What follows belongs to an exercise in optimizing a design on an open flow for small area, a short achievable clock period and few clock cycles per item; a production flow would make more cautious choices.
RTL that was checked went through simulation tests only; none was proved equivalent to the original.

==> inputs of run R <==
Design rs_codec, start of the top module:
module rs_codec (
    input  wire         clk,
    input  wire         rst,         
    input  wire         req_valid,
    output wire         req_ready,
    input  wire         req_write,   
    input  wire [159:0] req_word,    
    output reg          rsp_valid,
    output reg  [159:0] rsp_word,
    output reg  [1:0]   rsp_nerr,
    output reg          rsp_uncorr
);
clock: 18.0 ns
lec_check: 0
abc_clock_period_in_ps: 4500
cap_margin: 20
core_margin: 2
core_utilization: 60
cts_cluster_diameter: 100
cts_cluster_size: 25
slew_margin: 20
standard.sh (not shown) runs the stock make flow with config.mk's settings and CLKGATE_MAP_FILE= SYNTH_SCRIPT=/design/flow/synth_recipe.tcl, a recipe that flattens the netlist after the stock synthesis.
==> flow/flow/run.sh <==
#!/bin/bash
# The standard layout (the standard.sh, with the design's SDC), with three changes to how
# the layout is made:
# - synthesis is the standard flow's script unchanged but for ABC's mapping script (flow/synth_wrap.tcl,
#   flow/abc_map.script);
# - the setup repair of floorplan, CTS and global routing is asked to leave 13.3 ns of slack
#   on the 18 ns clock, so that it shortens the paths to about 4.7 ns;
# - every input and output port still gets a buffer, of the small sky130_fd_sc_hd__buf_1
#   (repair resizes it where timing needs) instead of the default clkdlybuf4s50_1.
set -uo pipefail
here=$(pwd)
orig=$(grep -o 'SYNTH_SCRIPT=[^ ]*' standard.sh | head -1 | cut -d= -f2-)
FLOW_ORIG_SYNTH="$orig" FLOW_ABC_SCRIPT="$here/flow/abc_map.script" \
  bash standard.sh "SYNTH_SCRIPT=$here/flow/synth_wrap.tcl" SETUP_SLACK_MARGIN=13.3 \
  "BUFFER_PORTS_ARGS=-buffer_cell sky130_fd_sc_hd__buf_1" finish > standard.log 2>&1
==> flow/flow/abc_map.script <==
&get -n
&st
&dch
&nf -R 1000
&put
buffer -c
topo
stime -c
upsize -c
dnsize -c
==> flow/flow/synth_wrap.tcl <==
# The standard flow's synthesis script (the one standard.sh names, in FLOW_ORIG_SYNTH), unchanged, except
# that ABC maps the logic with flow/abc_map.script (one choice-based mapping with extra area-recovery rounds,
# then buffering and sizing for the ABC_CLOCK_PERIOD_IN_PS target) in place of ORFS's
# abc_speed.script. Registers are mapped before ABC, as in the standard synthesis.
proc abc {args} {
  set i [lsearch -exact $args -script]
  if {$i >= 0} { lset args [expr {$i + 1}] $::env(FLOW_ABC_SCRIPT) }
  yosys abc {*}$args
}
source $::env(FLOW_ORIG_SYNTH)
==> inputs of run Y, as changes to run R <==
==> flow/flow/run.sh (replaced) <==
#!/bin/bash
set -uo pipefail
bash standard.sh SETUP_SLACK_MARGIN=13.45 "BUFFER_PORTS_ARGS=-buffer_cell sky130_fd_sc_hd__buf_1" finish > standard.log 2>&1
- ABC_CLOCK_PERIOD_IN_PS: 4500 -> not set
removed: flow/flow/abc_map.script
removed: flow/flow/synth_wrap.tcl
==> inputs of run C, as changes to run R <==
==> flow/run.sh (new file) <==
#!/bin/bash
# synth_recipe.tcl (not shown) runs the flow's synth.tcl, then flattens the netlist and writes it again
# the make line also repeats each setting of config.mk as NAME=value (left out here)
make -C /OpenROAD-flow-scripts/flow DESIGN_CONFIG=/design/flow/config.mk WORK_HOME=/design/flow/orfs CLKGATE_MAP_FILE= SYNTH_SCRIPT=/design/flow/synth_recipe.tcl finish
- ABC_CLOCK_PERIOD_IN_PS: 4500 -> not set
- CORE_UTILIZATION: 60 -> 55
removed: flow/flow/run.sh
removed: flow/flow/abc_map.script
removed: flow/flow/synth_wrap.tcl
removed: flow/standard.sh
==> run summary <==
Final worst-path cycle share: 30.5%
Nets: 4,686
Adder-cell share of the synthesized area: 0.130%
Initial DRC Count: 3,627
Compound-gate portion of the synthesized area: 2.11%
Placed Instances: 5,548
Outcome: complete, no violations
Dpl hpwl: 121,000 µm
Non-filler cells, final: 5,609
[end of results for run C]
==> run summary <==
Nets: 4,805
Dpl hpwl: 108,000 µm
Final worst-path cycle share: 26.5%
Adder-cell share of the synthesized area: 0.112%
Compound-gate portion of the synthesized area: 1.82%
Outcome: complete, no violations
Non-filler cells, final: 5,607
Placed Instances: 5,516
[end of results for run R]
==> run summary <==
Routed len/inst: 26.6 µm
Placed Instances: 5,489
Final worst-path cycle share: 26.8%
Outcome: complete, no violations
Initial DRC Count: 3,655
Dpl hpwl: 115,000 µm
Adder-cell share of the synthesized area: 0.130%
Nets: 4,695
Compound-gate portion of the synthesized area: 2.11%
[end of results for run Y]
Testbench counts of run R, summed over its fixed seeds: cycles 6,440, items 6,400.
Testbench counts of run Y, summed over its fixed seeds: cycles 6,440, items 6,400.
Testbench counts of run C, summed over its fixed seeds: cycles 6,440, items 6,400.

* * *

==> inputs of trial 82 <==
Another version of the RTL of rs_codec (not shown whole).
export LEC_CHECK = 0
export CAP_MARGIN = 20
export CORE_MARGIN = 2
export CORE_UTILIZATION = 65
export SLEW_MARGIN = 20
create_clock -name core_clock -period 18.0 [get_ports {clk}]
==> flow/flow/run.sh <==
#!/bin/bash
set -uo pipefail
bash standard.sh SETUP_SLACK_MARGIN=13.3 "BUFFER_PORTS_ARGS=-buffer_cell sky130_fd_sc_hd__buf_1" finish > standard.log 2>&1
==> trial 37: changes against trial 82 <==
--- a/flow/design.v
+++ b/flow/design.v
@@ -1,55 +1,8 @@
-module rs_gf16_mul (
-    input  wire [3:0] x,
-    input  wire [3:0] z,
-    output wire [3:0] p
-);
-    assign p[0] = (x[0] & z[0]) ^ (x[1] & z[3]) ^ (x[2] & z[2]) ^ (x[3] & z[1]);
-    assign p[1] = (x[0] & z[1]) ^ (x[1] & z[0]) ^ (x[1] & z[3]) ^ (x[2] & z[2]) ^ (x[2] & z[3]) ^
-                  (x[3] & z[1]) ^ (x[3] & z[2]);
-    assign p[2] = (x[0] & z[2]) ^ (x[1] & z[1]) ^ (x[2] & z[0]) ^ (x[2] & z[3]) ^ (x[3] & z[2]) ^
-                  (x[3] & z[3]);
-    assign p[3] = (x[0] & z[3]) ^ (x[1] & z[2]) ^ (x[2] & z[1]) ^ (x[3] & z[0]) ^ (x[3] & z[3]);
-endmodule
 module rs_gf_mul (
     input  wire [7:0] a,
     input  wire [7:0] b,
-    output wire [7:0] p
-);
-    wire [3:0] m1, m0, m2;
-    rs_gf16_mul u_m1 (.x(a[7:4]), .z(b[7:4]), .p(m1));
-    rs_gf16_mul u_m0 (.x(a[3:0]), .z(b[3:0]), .p(m0));
-    rs_gf16_mul u_m2 (.x(a[7:4] ^ a[3:0]), .z(b[7:4] ^ b[3:0]), .p(m2));
-    wire [3:0] m1x8 = {m1[0] ^ m1[3], m1[2] ^ m1[3], m1[1] ^ m1[2], m1[1]};    
-    assign p = {m2 ^ m0, m1x8 ^ m0};
-endmodule
-module rs_gf_sq (
-    input  wire [7:0] a,
-    output wire [7:0] p
-);
-    assign p = {a[7], a[5] ^ a[7], a[6], a[4] ^ a[6], a[3] ^ a[4] ^ a[6] ^ a[7],
-                a[1] ^ a[3] ^ a[5], a[2] ^ a[5] ^ a[6] ^ a[7], a[0] ^ a[2] ^ a[6]};
-endmodule
-module rs_gf_to_tower (
-    input  wire [7:0] a,
-    output wire [7:0] t
-);
-    assign t = {a[5], a[2] ^ a[5] ^ a[6], a[1] ^ a[3] ^ a[4], a[4] ^ a[7],
-                a[3] ^ a[4] ^ a[5] ^ a[6], a[2] ^ a[4] ^ a[6], a[2] ^ a[3] ^ a[6] ^ a[7],
-                a[0] ^ a[1] ^ a[2] ^ a[3] ^ a[4] ^ a[6] ^ a[7]};
-endmodule
-module rs_gf_from_tower (
-    input  wire [7:0] t,
-    output wire [7:0] a
-);
-    assign a = {t[2] ^ t[4] ^ t[6] ^ t[7], t[1] ^ t[3] ^ t[4] ^ t[6], t[7], t[2] ^ t[6] ^ t[7],
-                t[1] ^ t[2] ^ t[4], t[1] ^ t[3] ^ t[4] ^ t[7], t[1] ^ t[4] ^ t[5] ^ t[6] ^ t[7],
-                t[0] ^ t[2] ^ t[4] ^ t[5]};
-endmodule
-module rs_gf_mulp (
-    input  wire [7:0] a,
-    input  wire [7:0] b,
     output reg  [7:0] p
 );
     reg [7:0] t;
     integer i;
     always @* begin
@@ -60,28 +13,30 @@
                 p = p ^ t;
             t = {t[6:0], 1'b0} ^ (t[7] ? 8'h1D : 8'h00);
         end
     end
 endmodule
+module rs_gf_sq (
+    input  wire [7:0] a,
+    output wire [7:0] p
+);
+    assign p = {a[6], a[6] ^ a[5] ^ a[3], a[5], a[7] ^ a[5] ^ a[4] ^ a[2],
+                a[6] ^ a[4], a[6] ^ a[5] ^ a[4] ^ a[1], a[7], a[7] ^ a[6] ^ a[4] ^ a[0]};
+endmodule
 module rs_gf_inv (
     input  wire [7:0] a,
     output wire [7:0] y
 );
-    wire [3:0] h = a[7:4];
-    wire [3:0] l = a[3:0];
-    wire [3:0] h2x8 = {h[0] ^ h[2] ^ h[3], h[1], h[1] ^ h[2] ^ h[3], h[2]};    
-    wire [3:0] l2   = {l[3], l[1] ^ l[3], l[2], l[0] ^ l[2]};                   
-    wire [3:0] hl;
-    rs_gf16_mul u_hl (.x(h), .z(l), .p(hl));
-    wire [3:0] dl = h2x8 ^ hl ^ l2;
-    localparam [15:0] INV0 = 16'h4976;
-    localparam [15:0] INV1 = 16'h53E8;
-    localparam [15:0] INV2 = 16'h2DD8;
-    localparam [15:0] INV3 = 16'h953C;
-    wire [3:0] di = {INV3[dl], INV2[dl], INV1[dl], INV0[dl]};
-    rs_gf16_mul u_yh (.x(h), .z(di), .p(y[7:4]));
-    rs_gf16_mul u_yl (.x(h ^ l), .z(di), .p(y[3:0]));
+    localparam [255:0] INV0 = 256'hB8F734A2D273325E1DDB8684655ABF0D2BBE4EDADFD2E40ADC26640E64005732;
+    localparam [255:0] INV1 = 256'h717BC55626E88FC1ECFDC36EC15A54014F60CD4E7D22BC7316ACFCA0E2A2A0F4;
+    localparam [255:0] INV2 = 256'hFA261A1704C8329CD7C7DDDD5EEE8C7AF60066E3704878EB649C946306E0D73C;
+    localparam [255:0] INV3 = 256'hF4A891027815E8A268DC7F0537FB2939E9F9669C242D0E263C8FACC7C2697FC4;
+    localparam [255:0] INV4 = 256'hFA444FABDFDAABABB860DA150EB3929BCBEE895A5121991F4180472C072BDEC8;
+    localparam [255:0] INV5 = 256'hFC0FFFEE0E1BE67CCAFECA109420AED4CAB1FC1148C725459A1CD15790B231E8;
+    localparam [255:0] INV6 = 256'hFFCB97CC0EFE2F120B3E0168428EB172E3FA25AE8E84602E85E58B3B46DF4458;
+    localparam [255:0] INV7 = 256'hA6EF4DFC90DC53E4F1F7D12EDE3280E4F97A2E341618825C9C3222823B15AFAC;
+    assign y = {INV7[a], INV6[a], INV5[a], INV4[a], INV3[a], INV2[a], INV1[a], INV0[a]};
 endmodule
 module rs_encoder (
     input  wire [127:0] x,       
     output wire [31:0]  t,
     output wire [31:0]  chk
@@ -1246,12 +1201,12 @@
     input  wire [7:0]  l0,
     input  wire [7:0]  l1,
     input  wire [7:0]  l2,
     output wire [19:0] hit
 );
-    localparam [159:0] ALPHA_POS  = 160'h78A50523AE1D7431BFFDFF50134FC83D2B472101;
-    localparam [159:0] ALPHA_POS2 = 160'h698E02438716665F9EA1A5231D31FD504F3D4701;
+    localparam [159:0] ALPHA_POS  = 160'h5A2D984C261387CDE8743A1D8040201008040201;
+    localparam [159:0] ALPHA_POS2 = 160'h94254E9D6018068FEAB42D4C13CD741D40100401;
     genvar i;
     generate
         for (i = 0; i < 20; i = i + 1) begin : pos
             wire [7:0] t0, t1;
             rs_gf_mul u_t0 (.a(l0), .b(ALPHA_POS2[8*i +: 8]), .p(t0));
@@ -1279,18 +1234,17 @@
 module rs_values (
     input  wire [7:0]  s0d,      
     input  wire [7:0]  s1d,      
     input  wire [7:0]  n1_inv,   
     input  wire [7:0]  s0,
-    output wire [7:0]  a,        
-    output wire [7:0]  b         
+    output wire [7:0]  a,
+    output wire [7:0]  b
 );
-    wire [7:0] m, bt;
+    wire [7:0] m;
     rs_gf_mul u_a (.a(s1d), .b(n1_inv), .p(m));
-    rs_gf_mul u_b (.a(s0d), .b(n1_inv), .p(bt));
-    rs_gf_from_tower u_ap (.t(s0 ^ m), .a(a));
-    rs_gf_from_tower u_bp (.t(bt), .a(b));
+    rs_gf_mul u_b (.a(s0d), .b(n1_inv), .p(b));
+    assign a = s0 ^ m;
 endmodule
 module rs_correct (
     input  wire [159:0] cw,
     input  wire [19:0]  fix,     
     input  wire [7:0]   a,
@@ -1300,11 +1254,11 @@
     localparam [159:0] ALPHA_POS  = 160'h5A2D984C261387CDE8743A1D8040201008040201;
     genvar i;
     generate
         for (i = 0; i < 20; i = i + 1) begin : pos
             wire [7:0] bx;
-            rs_gf_mulp u_bx (.a(b), .b(ALPHA_POS[8*i +: 8]), .p(bx));
+            rs_gf_mul u_bx (.a(b), .b(ALPHA_POS[8*i +: 8]), .p(bx));
             assign corrected[8*i +: 8] = cw[8*i +: 8] ^ ({8{fix[i]}} & (a ^ bx));
         end
     endgenerate
 endmodule
 module rs_codec (
@@ -1325,19 +1279,13 @@
     always @(posedge clk) begin
         v0  <= req_valid && !rst;
         wr0 <= req_write;
         w0  <= req_word;
     end
-    wire [31:0] t, chk, sp, s;
+    wire [31:0] t, chk, s;
     rs_encoder  u_enc (.x(w0[159:32]), .t(t), .chk(chk));
-    rs_syndrome u_syn (.t(t), .x(w0[31:0]), .s(sp));
-    genvar j;
-    generate
-        for (j = 0; j < 4; j = j + 1) begin : tw
-            rs_gf_to_tower u_tw (.a(sp[8*j +: 8]), .t(s[8*j +: 8]));
-        end
-    endgenerate
+    rs_syndrome u_syn (.t(t), .x(w0[31:0]), .s(s));
     reg         v1, rd1;
     reg [159:0] w1;
     reg [31:0]  s1r;
     always @(posedge clk) begin
         v1  <= v0 && !rst;
@@ -1363,43 +1311,42 @@
         s02   <= s1r[7:0];
         s12   <= s1r[15:8];
     end
     wire [19:0] hit;
     rs_chien u_chien (.l0(d2), .l1(l12), .l2(l22), .hit(hit));
+    wire any, two;
+    rs_count u_cnt (.hit(hit), .any(any), .two(two));
+    wire dz = (d2 == 8'h00);
+    wire single_ok = dz && (n12 == 8'h00) && s0nz2 && any;
+    wire double_ok = !dz && two;
+    wire ok = rd2 && (single_ok || double_ok);
     wire [7:0] n1_inv, s0d, s1d;
     rs_gf_inv u_inv (.a(n12), .y(n1_inv));
     rs_gf_mul u_s0d (.a(s02), .b(d2), .p(s0d));
     rs_gf_mul u_s1d (.a(s12), .b(d2), .p(s1d));
-    reg         v3, rd3, nz3, dz3, n1z3, s0nz3;
+    reg         v3, unc3;
+    reg [1:0]   nerr3;
     reg [159:0] w3;
-    reg [19:0]  hit3;
+    reg [19:0]  fix3;
     reg [7:0]   s0d3, s1d3, ninv3, s03;
     always @(posedge clk) begin
         v3    <= v2 && !rst;
-        rd3   <= rd2;
-        nz3   <= nz2;
-        dz3   <= (d2 == 8'h00);
-        n1z3  <= (n12 == 8'h00);
-        s0nz3 <= s0nz2;
+        unc3  <= rd2 && nz2 && !single_ok && !double_ok;
+        nerr3 <= !rd2 ? 2'd0 : single_ok ? 2'd1 : double_ok ? 2'd2 : 2'd0;
         w3    <= w2;
-        hit3  <= hit;
+        fix3  <= hit & {20{ok}};
         s0d3  <= s0d;
         s1d3  <= s1d;
         ninv3 <= n1_inv;
         s03   <= s02;
     end
-    wire any, two;
-    rs_count u_cnt (.hit(hit3), .any(any), .two(two));
-    wire single_ok = dz3 && n1z3 && s0nz3 && any;
-    wire double_ok = !dz3 && two;
-    wire ok = rd3 && (single_ok || double_ok);
     wire [7:0] a, b;
     rs_values u_val (.s0d(s0d3), .s1d(s1d3), .n1_inv(ninv3), .s0(s03), .a(a), .b(b));
     wire [159:0] corrected;
-    rs_correct u_cor (.cw(w3), .fix(hit3 & {20{ok}}), .a(a), .b(b), .corrected(corrected));
+    rs_correct u_cor (.cw(w3), .fix(fix3), .a(a), .b(b), .corrected(corrected));
     always @(posedge clk) begin
         rsp_valid  <= v3 && !rst;
         rsp_word   <= corrected;
-        rsp_nerr   <= !rd3 ? 2'd0 : single_ok ? 2'd1 : double_ok ? 2'd2 : 2'd0;
-        rsp_uncorr <= rd3 && nz3 && !single_ok && !double_ok;
+        rsp_nerr   <= nerr3;
+        rsp_uncorr <= unc3;
     end
 endmodule
==> flow/run.sh (new file) <==
#!/bin/bash
# synth_recipe.tcl (not shown) runs the flow's synth.tcl, then flattens the netlist and writes it again
# the make line also repeats each setting of config.mk as NAME=value (left out here)
make -C /OpenROAD-flow-scripts/flow DESIGN_CONFIG=/design/flow/config.mk WORK_HOME=/design/flow/orfs CLKGATE_MAP_FILE= SYNTH_SCRIPT=/design/flow/synth_recipe.tcl finish
- CORE_UTILIZATION: 65 -> 55
removed: flow/flow/run.sh
removed: flow/standard.sh
==> comparison <==
Between trial 82 and trial 37, the lower first-iteration DRC count is in trial 37 (gap about 33%, measured against trial 37).
Between trial 37 and trial 82, the lower hold slack is in trial 37 (gap 16 ps).
Of trial 82 and trial 37, trial 82 has the higher clock skew (gap 31 ps).
In trial 37 the maximum frequency is smaller than in trial 82, by 5.6%.
Between trial 82 and trial 37, the lower register-to-register slack is in trial 37 (gap 150 ps).
Of trial 82 and trial 37, trial 82 has the higher core utilization (gap 12 points).
Testbench counts of trial 37, summed over its fixed seeds: cycles 6,440, items 6,400.
Function not checked in trial 82: the RTL went through the layout flow alone.

-- separate check: timing with driven ports --
No port has a modelled driver above. Below, the same layouts with a new extraction and two added sets of constraints. Step 1 assumes that a clkbuf_16 drives the clock port and a buf_2 every other input. Step 2 times the ports against the registers' clock, not the clock port: input delays grow and output delays shrink by t, the midpoint of the rising clock arrivals with the driver on. Three values: ideal ports, drivers, drivers and shift; two values: the first two.
| run | t (ns) | slack for setup (ns) | worst setup path after step 2 |
|---|---|---|---|
| run R | 0.704 | 13.239 / 13.170 / 13.381 | register to register |
| run Y | 0.704 | 13.183 / 13.114 / 13.430 | register to register |
| run C | 0.716 | 12.502 / 12.429 / 12.759 | register to register |
| trial 82 | 0.735 | 12.959 / 12.959 / 12.959 | register to register |
| trial 37 | 0.766 | 12.662 / 12.588 / 12.808 | register to register |
After both steps setup and hold are still met in every run listed.
